This design comes from an exercise in tuning for small area, a short achievable clock period and few clock cycles per item on the open sky130 flow, not from production work. Only simulation tests tie the RTL to the original design; equivalence was not proved.

Setup of middle:
==> flow/design.v (excerpt) <==
module das_combine (
    input  wire        clk,
    input  wire        rst,           
    input  wire        in_valid,
    output wire        in_ready,
    input  wire [23:0] in_phx,        
    input  wire [23:0] in_phy,
    input  wire [23:0] in_px,
    input  wire [23:0] in_py,
    input  wire [15:0] in_ax,         
    input  wire [15:0] in_ay,
    input  wire [15:0] in_qx,
    input  wire [15:0] in_qy,
    input  wire [31:0] in_fade_thr,   
    output reg         out_valid,
    output reg  [23:0] out_d,         
    output reg         out_fade
);
export LEC_CHECK = 0
export ABC_AREA = 1
export CAP_MARGIN = 20
export CORE_MARGIN = 2
export CORE_UTILIZATION = 50
export CTS_BUF_LIST = sky130_fd_sc_hd__clkbuf_4 sky130_fd_sc_hd__clkbuf_8
export CTS_CLUSTER_DIAMETER = 70
export CTS_CLUSTER_SIZE = 14
export PLACE_DENSITY = 0.7
export SLEW_MARGIN = 20
create_clock -name core_clock -period 15.0 [get_ports {clk}]
standard.sh (not shown) runs the stock make flow with config.mk's settings and CLKGATE_MAP_FILE= SYNTH_SCRIPT=/design/flow/synth_recipe.tcl, a recipe that flattens the netlist after the stock synthesis.
==> flow/flow/run.sh <==
#!/bin/bash
# Layout flow: the standard ORFS layout (standard.sh, unchanged synthesis,
# floorplan, placement, CTS, routing), with the resizer's setup repair asked to
# leave 9.65 ns of slack on the 15 ns clock instead of 0, so that it sizes and
# buffers the critical paths for a shorter achieved period.  The clock period,
# the SDC and all constraints are the design's; only the repair target moves.
set -euo pipefail
bash standard.sh SETUP_SLACK_MARGIN=9.65 finish > standard_flow.log 2>&1
Testbench counts of middle, summed over its fixed seeds: cycles 12,080, items 12,000.
Relative to middle, the following input files were edited for east:
==> flow/flow/run.sh <==
#!/bin/bash
# Layout flow: the standard ORFS layout (standard.sh, unchanged synthesis,
# floorplan, placement, CTS, routing), with the resizer's setup repair asked to
# leave 9.5 ns of slack on the 15 ns clock instead of 0, so that it sizes and
# buffers the critical paths for a shorter achieved period.  The clock period,
# the SDC and all constraints are the design's; only the repair target moves.
set -euo pipefail
bash standard.sh SETUP_SLACK_MARGIN=9.5 finish > standard_flow.log 2>&1
--- outcome ---
- Comparing east with middle, the multi-input logic cell count came out essentially unchanged.
- east -> middle: synthesized netlist cell count delta 0, exact match
- Pre-CTS setup slack ends up lower on middle.
- Detailed-route wire length: east better than middle
- | slew at the pin with the worst max-slew slack | lower: east |
- Iteration count of the initial detailed-routing pass was higher in the run labelled middle.

========
## the baseline
Starting RTL as in the previous note.
export LEC_CHECK = 0
export ABC_AREA = 1
export CAP_MARGIN = 20
export CORE_MARGIN = 2
export CORE_UTILIZATION = 50
export CTS_BUF_LIST = sky130_fd_sc_hd__clkbuf_4 sky130_fd_sc_hd__clkbuf_8
export PLACE_DENSITY = 0.7
export SLEW_MARGIN = 20
create_clock -name core_clock -period 15.0 [get_ports {clk}]
==> flow/flow/run.sh <==
#!/bin/bash
# Layout flow: the standard ORFS layout (standard.sh, unchanged synthesis,
# floorplan, placement, CTS, routing), with the resizer's setup repair asked to
# leave 9.5 ns of slack on the 15 ns clock instead of 0, so that it sizes and
# buffers the critical paths for a shorter achieved period.  The clock period,
# the SDC and all constraints are the design's; only the repair target moves.
set -euo pipefail
bash standard.sh SETUP_SLACK_MARGIN=9.5 finish > standard_flow.log 2>&1
Testbench counts of the baseline, summed over its fixed seeds: cycles 12,080, items 12,000.
--- input diff the baseline..the candidate ---
Settings: CTS_CLUSTER_SIZE newly set to 20; CTS_BUF_LIST changed from sky130_fd_sc_hd__clkbuf_4 sky130_fd_sc_hd__clkbuf_8 to sky130_fd_sc_hd__clkbuf_8 sky130_fd_sc_hd__clkbuf_16; CTS_CLUSTER_DIAMETER newly set to 100.
## What came out
The candidate ends up with a post-route fraction of the period consumed by the critical path that is 0.29 points higher than in the baseline. Non-clock buffer instance count of the final layout: the candidate higher than the baseline.

-- re-timing with driven ports --
The results above use ideal ports. As a check the final layouts listed here were re-extracted and re-timed, cells and wires unchanged.
Step 1 (the two cells are an assumption about what drives the block):
set clk [get_ports {clk}]
set_driving_cell -lib_cell sky130_fd_sc_hd__clkbuf_16 $clk
set_driving_cell -lib_cell sky130_fd_sc_hd__buf_2 [delete_from_list [all_inputs] $clk]
Step 2 moves the port delays by t, midway between the first and last clock arrival at a register: inputs arrive t later, outputs are due t later. That takes back most of the time a late clock gives input paths.
Slacks: ideal ports / drivers / drivers and shift; pairs: ideal ports / drivers.
run | t (ns) | slack for setup (ns) | worst setup path after step 2
middle | 1.004 | 9.725 / 9.725 / 8.870 | input to register
east | 0.942 | 9.600 / 9.600 / 8.717 | input to register
the baseline | 1.035 | 9.596 / 9.596 / 8.701 | input to register
the candidate | 0.801 | 9.552 / 9.552 / 8.904 | input to register
After both steps every run listed still meets setup and hold. For the baseline, which loses most, drivers alone change the setup slack by 0.000 ns; drivers and shift together by -0.895 ns.
